What follows belongs to an exercise in optimizing a design on an open flow for small area, a short achievable clock period and few clock cycles per item; a production flow would make more cautious choices.
The RTL was checked by simulation tests, not by an equivalence proof against the original design.
No activity file was given, so power comes from the tool's default toggle rates.

## ryunt_rs_dec
module ryunt_rs_dec (
  input  wire       clk,
  input  wire       rst,         
  input  wire       in_valid,
  output wire       in_ready,
  input  wire [7:0] in_data,
  input  wire       in_erase,
  output wire       out_valid,
  output wire [7:0] out_data,
  output wire       out_last,
  output wire       out_fail,
  output wire [2:0] out_ncorr
);
  localparam integer RING  = 135;
  localparam integer PORTS = 9;
  localparam integer SP    = 15;
  function [7:0] gf_mul(input [7:0] a, input [7:0] b);
    integer i;
    reg [7:0] p, aa;
    begin
      p  = 8'h00;
      aa = a;
      for (i = 0; i < 8; i = i + 1) begin
        if (b[i]) p = p ^ aa;
        aa = {aa[6:0], 1'b0} ^ (aa[7] ? 8'h1d : 8'h00);
      end
      gf_mul = p;
    end
  endfunction
  function [3:0] g4_mul(input [3:0] a, input [3:0] b);
    integer n; reg [3:0] p, aa;
    begin
      p = 4'h0; aa = a;
  ...
Settings: LEC_CHECK=0, CAP_MARGIN=20, CORE_MARGIN=2, CORE_UTILIZATION=40, CTS_BUF_LIST=sky130_fd_sc_hd__clkbuf_16, CTS_CLUSTER_DIAMETER=60, CTS_CLUSTER_SIZE=24, SLEW_MARGIN=20; clock period 12.0 ns.
standard.sh (not shown) runs the stock make flow with config.mk's settings and CLKGATE_MAP_FILE= SYNTH_SCRIPT=/design/flow/synth_recipe.tcl, a recipe that flattens the netlist after the stock synthesis.
==> flow/flow/run.sh <==
#!/bin/bash
# The standard ORFS layout (the standard.sh, unchanged scripts and SDC),
# with timing repair asked to leave a setup margin of 8 ns at the design's
# 12 ns clock, so that the layout's achieved period comes out near 4 ns.
# make's full output goes to flow_make.log here; ORFS's own per-step logs
# stay under orfs/logs.
set -euo pipefail
bash standard.sh SETUP_SLACK_MARGIN=8 finish > flow_make.log 2>&1
Testbench counts at the start, summed over its fixed seeds: cycles 268,705, items 1,600.
Edit:
- CORE_UTILIZATION: 40 -> 60
Clock power decreases by 12%. First-iteration DRC count increases by 14%. Critical path depth increases by 1. Power decreases by 4.9%. Final cell count decreases by 8.5%. Worst hold slack improved by 0.025 ns. Core utilization increases by 22 points.
Edit:
--- a/flow/flow/run.sh
+++ b/flow/flow/run.sh
@@ -6,3 +6,3 @@
 # stay under orfs/logs.
 set -euo pipefail
-bash standard.sh SETUP_SLACK_MARGIN=8 finish > flow_make.log 2>&1
+bash standard.sh SETUP_SLACK_MARGIN=8.5 finish > flow_make.log 2>&1
- CORE_UTILIZATION: 60 -> 40
After rerunning:
- The changed run went through all stages and came out clean
- register-to-register slack loses 0.04 ns
- wire length went up by a few percent
- worst setup slack gets worse by 0.040 ns
- clock skew is higher by 0.016 ns
- final cell count climbs by roughly a tenth
- combinational power increases by about a fifth
- clock-buffer cell count went up by 6
- via count rises by a few percent
Edit:
==> flow/flow/run.sh (replaced) <==
#!/bin/bash
# Standard ORFS layout, with timing repair aiming for a setup margin beyond
# the design's clock period (the SDC is unchanged).
set -euo pipefail
bash standard.sh SETUP_SLACK_MARGIN=8 finish > flow_make.log 2>&1
- CTS_BUF_LIST: sky130_fd_sc_hd__clkbuf_16 -> default
- CTS_CLUSTER_DIAMETER: 60 -> default
- CTS_CLUSTER_SIZE: 24 -> default
Outcome:
- The new run passed the timing, design-rule and antenna checks
- clock power climbs by about 30%
- worst setup slack gets better by 0.15 ns
- first-iteration DRC count barely changes
- cell count drops by 1.1%
- combinational power drops by about 10%
- routed wire length drops by 3.5%
- flip-flop and latch count stays the same
- die area does not change
- design area drops by 3.8%
Edit:
==> flow/run.sh (new file) <==
#!/bin/bash
# synth_recipe.tcl (not shown) runs the flow's synth.tcl, then flattens the netlist and writes it again
# the make line also repeats each setting of config.mk as NAME=value (left out here)
make -C /OpenROAD-flow-scripts/flow DESIGN_CONFIG=/design/flow/config.mk WORK_HOME=/design/flow/orfs CLKGATE_MAP_FILE= SYNTH_SCRIPT=/design/flow/synth_recipe.tcl finish
- CTS_BUF_LIST: default -> sky130_fd_sc_hd__clkbuf_16
- CTS_CLUSTER_DIAMETER: default -> 60
- CTS_CLUSTER_SIZE: default -> 24
removed: flow/flow/run.sh
removed: flow/standard.sh
Register-to-register slack degrades by 1.8 ns. Worst setup slack degrades by 1.8 ns. First-iteration DRC count came out lower by 1.1%. Design area drops by 7.5%.

ryunt_rs_dec, a different RTL version from the one above (not shown whole).
For scale: roughly 5,800 cells after synthesis, roughly 1,600 flip-flops, about 27 I/O pins.
export LEC_CHECK = 0
export CAP_MARGIN = 20
export CORE_MARGIN = 2
export CORE_UTILIZATION = 60
export CTS_BUF_LIST = sky130_fd_sc_hd__clkbuf_16
export CTS_CLUSTER_DIAMETER = 60
export CTS_CLUSTER_SIZE = 24
export SLEW_MARGIN = 20
create_clock -name core_clock -period 12.0 [get_ports {clk}]
==> flow/flow/run.sh <==
#!/bin/bash
# The standard ORFS layout (the standard.sh, unchanged scripts and SDC),
# with timing repair asked to leave a setup margin of 8 ns at the design's
# 12 ns clock, so that the layout's achieved period comes out near 4 ns.
# make's full output goes to flow_make.log here; ORFS's own per-step logs
# stay under orfs/logs.
set -euo pipefail
bash standard.sh SETUP_SLACK_MARGIN=7.5 finish > flow_make.log 2>&1
Testbench counts at the start, summed over its fixed seeds: cycles 268,705, items 1,600.
Edit:
--- a/flow/flow/run.sh
+++ b/flow/flow/run.sh
@@ -7,2 +7,2 @@
 set -euo pipefail
-bash standard.sh SETUP_SLACK_MARGIN=7.5 finish > flow_make.log 2>&1
+bash standard.sh SETUP_SLACK_MARGIN=8 finish > flow_make.log 2>&1
After rerunning: Hold slack loses 24 ps; core utilization came out higher by 2.7 points; synthesized area does not change.

Setup of job 101:
ryunt_rs_dec, a different RTL version from the one above (not shown whole).
Size: about 6100 cells after synthesis, roughly 1600 flip-flops, roughly 27 I/O pins.
make LEC_CHECK=0 CAP_MARGIN=20 CORE_MARGIN=2 CORE_UTILIZATION=40 SLEW_MARGIN=20 finish   # period 12.0 ns
run.sh (not shown) runs the stock make flow with config.mk's settings and CLKGATE_MAP_FILE= SYNTH_SCRIPT=/design/flow/synth_recipe.tcl, a recipe that flattens the netlist after the stock synthesis.
Stock flow here: none of the scripts above is used.
The final layout from job 101, which completed every stage, passed the timing, design-rule and antenna checks at the end of the flow.
Testbench counts of job 101, summed over its fixed seeds: cycles 268,165, items 1,600.
## Diff of input files: job 102 against job 101
==> flow/flow/run.sh (new file) <==
#!/bin/bash
# Standard ORFS layout, with timing repair aiming for a setup margin beyond
# the design's clock period (the SDC is unchanged).
set -euo pipefail
bash standard.sh SETUP_SLACK_MARGIN=8 finish > flow_make.log 2>&1
==> flow/standard.sh (new file) <==
#!/bin/bash
# synth_recipe.tcl (not shown) runs the flow's synth.tcl, then flattens the netlist and writes it again
# the make line also repeats each setting of config.mk as NAME=value (left out here)
make -C /OpenROAD-flow-scripts/flow DESIGN_CONFIG=/design/flow/config.mk WORK_HOME=/design/flow/orfs CLKGATE_MAP_FILE= SYNTH_SCRIPT=/design/flow/synth_recipe.tcl "${@:-finish}"
removed: flow/run.sh
==> run summary <==
- Switching power share of the total down 0.18 points in job 102 wrt job 101
- Compared with job 101, in job 102 setup slack now sits higher, overall power moved up, sequential share of layout area now sits lower, clock transition at the register clock pins on the worst setup and hold paths after CTS now sits at about the same level, clock-buffer cell count up 5.
- Taking job 101 as the reference point, the number of buffers inserted during clock tree synthesis of job 102 rises by 1.
- Looking at synthesis-to-finish area growth across job 102 and job 101, the one that comes out lower is job 101.
- Going from job 101 to job 102, wire length of the first global-routing pass grew by a little under 10%.

build 38:
ryunt_rs_dec, a different RTL version from the one above (not shown whole).
For scale: about 5700 cells after synthesis, ~60000 um^2 of cells after synthesis.
clock: 12.0 ns
lec_check: 0
cap_margin: 20
core_margin: 2
core_utilization: 60
cts_buf_list: sky130_fd_sc_hd__clkbuf_16
cts_cluster_diameter: 60
cts_cluster_size: 24
slew_margin: 20
standard.sh (not shown) runs the stock make flow with config.mk's settings and CLKGATE_MAP_FILE= SYNTH_SCRIPT=/design/flow/synth_recipe.tcl, a recipe that flattens the netlist after the stock synthesis.
==> flow/flow/run.sh <==
#!/bin/bash
# The standard ORFS layout (the standard.sh, unchanged scripts and SDC),
# with timing repair asked to leave a setup margin of 8 ns at the design's
# 12 ns clock, so that the layout's achieved period comes out near 4 ns.
# make's full output goes to flow_make.log here; ORFS's own per-step logs
# stay under orfs/logs.
set -euo pipefail
bash standard.sh SETUP_SLACK_MARGIN=8.2 finish > flow_make.log 2>&1
Testbench counts of build 38, summed over its fixed seeds: cycles 266,110, items 1,600.
Relative to build 38, the following input files were edited for build 69:
Settings: an added SETUP_SLACK_MARGIN of 5.
==> flow/run.sh (new file) <==
#!/bin/bash
# synth_recipe.tcl (not shown) runs the flow's synth.tcl, then flattens the netlist and writes it again
# the make line also repeats each setting of config.mk as NAME=value (left out here)
make -C /OpenROAD-flow-scripts/flow DESIGN_CONFIG=/design/flow/config.mk WORK_HOME=/design/flow/orfs CLKGATE_MAP_FILE= SYNTH_SCRIPT=/design/flow/synth_recipe.tcl finish
removed: flow/flow/run.sh
removed: flow/standard.sh
==> comparison <==
Build 69 ended with more fraction of standard cell area that is sequential than build 38.
Build 69: routing usage on met1 2.8 points above build 38
First-pass GRT wire length went up slightly going from build 38 to build 69.
Cell area | build 69 vs build 38 | build 69 smaller
Per the comparison of build 69 with build 38, final routed wirelength across all metal layers did not really move, length of routed wiring on met1 +about 5%, area added between synthesis and finish decreased 7.2 points, clock buffer count saw a decrease.
According to the power report, total power for build 69 is lower than for build 38.
In the reports for build 69 and build 38, the smaller via count belongs to build 69.
### build 69 -> build 45
Settings: SETUP_SLACK_MARGIN: 5 -> unset.
==> flow/flow/run.sh (new file) <==
#!/bin/bash
# The standard ORFS layout (the standard.sh, unchanged scripts and SDC),
# with timing repair asked to leave a setup margin of 8 ns at the design's
# 12 ns clock, so that the layout's achieved period comes out near 4 ns.
# make's full output goes to flow_make.log here; ORFS's own per-step logs
# stay under orfs/logs.
set -euo pipefail
bash standard.sh SETUP_SLACK_MARGIN=8 finish > flow_make.log 2>&1
==> flow/standard.sh (new file) <==
#!/bin/bash
# synth_recipe.tcl (not shown) runs the flow's synth.tcl, then flattens the netlist and writes it again
# the make line also repeats each setting of config.mk as NAME=value (left out here)
make -C /OpenROAD-flow-scripts/flow DESIGN_CONFIG=/design/flow/config.mk WORK_HOME=/design/flow/orfs CLKGATE_MAP_FILE= SYNTH_SCRIPT=/design/flow/synth_recipe.tcl "${@:-finish}"
removed: flow/run.sh
### Flow results
- The final layout from build 45, which completed every stage, passed the timing, design-rule and antenna checks at the end of the flow.
- Build 69: all stages complete, timing, DRC and antenna checks passed
- Build 45 vs build 69 — first-pass GRT wire length rose 1.3%.
- The final reports for build 45 and build 69 show post-route worst setup slack higher in the former.
- Diff build 69 and build 45: average detailed-routed wire length per instance higher in build 45
- Build 45 vs. build 69: biggest fanout along the worst timing path shows a reduction of 30; routed wire length shows an increase of about 3.4%; global-route usage shows an increase of 0.36 points.
Changes in build 5 relative to build 45:
Settings: setting GPL_TIMING_DRIVEN to 1 for the first time.
==> comparison <==
Compared with build 45, in build 5 part of the total power dissipated in combinational logic shows no meaningful change, global-route usage shows no meaningful change, area inside the core boundary shows no meaningful change. Build 5 finished all stages; the layout is clean.

## afterwards: timing with drivers on the ports
In the flow no input, the clock included, has a driving cell. The finished layouts below were timed again as built, in two steps.
Step 1 (the two cells are an assumption about what drives the block):
set clk [get_ports {clk}]
set_driving_cell -lib_cell sky130_fd_sc_hd__clkbuf_16 $clk
set_driving_cell -lib_cell sky130_fd_sc_hd__buf_2 [delete_from_list [all_inputs] $clk]
Step 2 moves the port delays by t, midway between the first and last clock arrival at a register: inputs arrive t later, outputs are due t later. That takes back most of the time a late clock gives input paths.
Slacks: ideal / step 1 / step 2; pairs: ideal / step 1.
| run | shift t [ns] | setup slack, ns | clock arrival spread, ns | worst data-port slew with drivers (ns) |
|---|---|---|---|---|
| the first run of note 1 | 0.834 | 7.930 / 7.930 / 7.358 | 0.100 / 0.101 | 0.09 |
| the second run of note 1 | 0.758 | 7.911 / 7.911 / 7.322 | 0.061 / 0.061 | 0.06 |
| the third run of note 1 | 0.818 | 7.871 / 7.871 / 7.480 | 0.081 / 0.081 | 0.10 |
| the fourth run of note 1 | 0.857 | 8.017 / 7.986 / 7.344 | 0.053 / 0.053 | 0.08 |
| the fifth run of note 1 | 0.823 | 6.207 / 6.207 / 6.207 | 0.059 / 0.059 | 0.07 |
| the first run of note 2 | 0.768 | 7.518 / 7.518 / 7.024 | 0.048 / 0.048 | 0.04 |
| the second run of note 2 | 0.784 | 7.927 / 7.927 / 7.315 | 0.056 / 0.056 | 0.08 |
| job 101 | 0.868 | 4.969 / 4.969 / 4.969 | 0.061 / 0.060 | 0.08 |
| job 102 | 0.863 | 7.105 / 7.105 / 6.473 | 0.074 / 0.075 | 0.08 |
| build 38 | 0.786 | 8.026 / 8.026 / 7.521 | 0.069 / 0.068 | 0.04 |
| build 69 | 0.798 | 6.379 / 6.379 / 5.757 | 0.035 / 0.035 | 0.20 |
| build 45 | 0.791 | 7.987 / 7.971 / 7.217 | 0.041 / 0.042 | 0.19 |
| build 5 | 0.791 | 7.987 / 7.971 / 7.217 | 0.041 / 0.042 | 0.19 |
After both steps setup and hold are still met in every run listed.
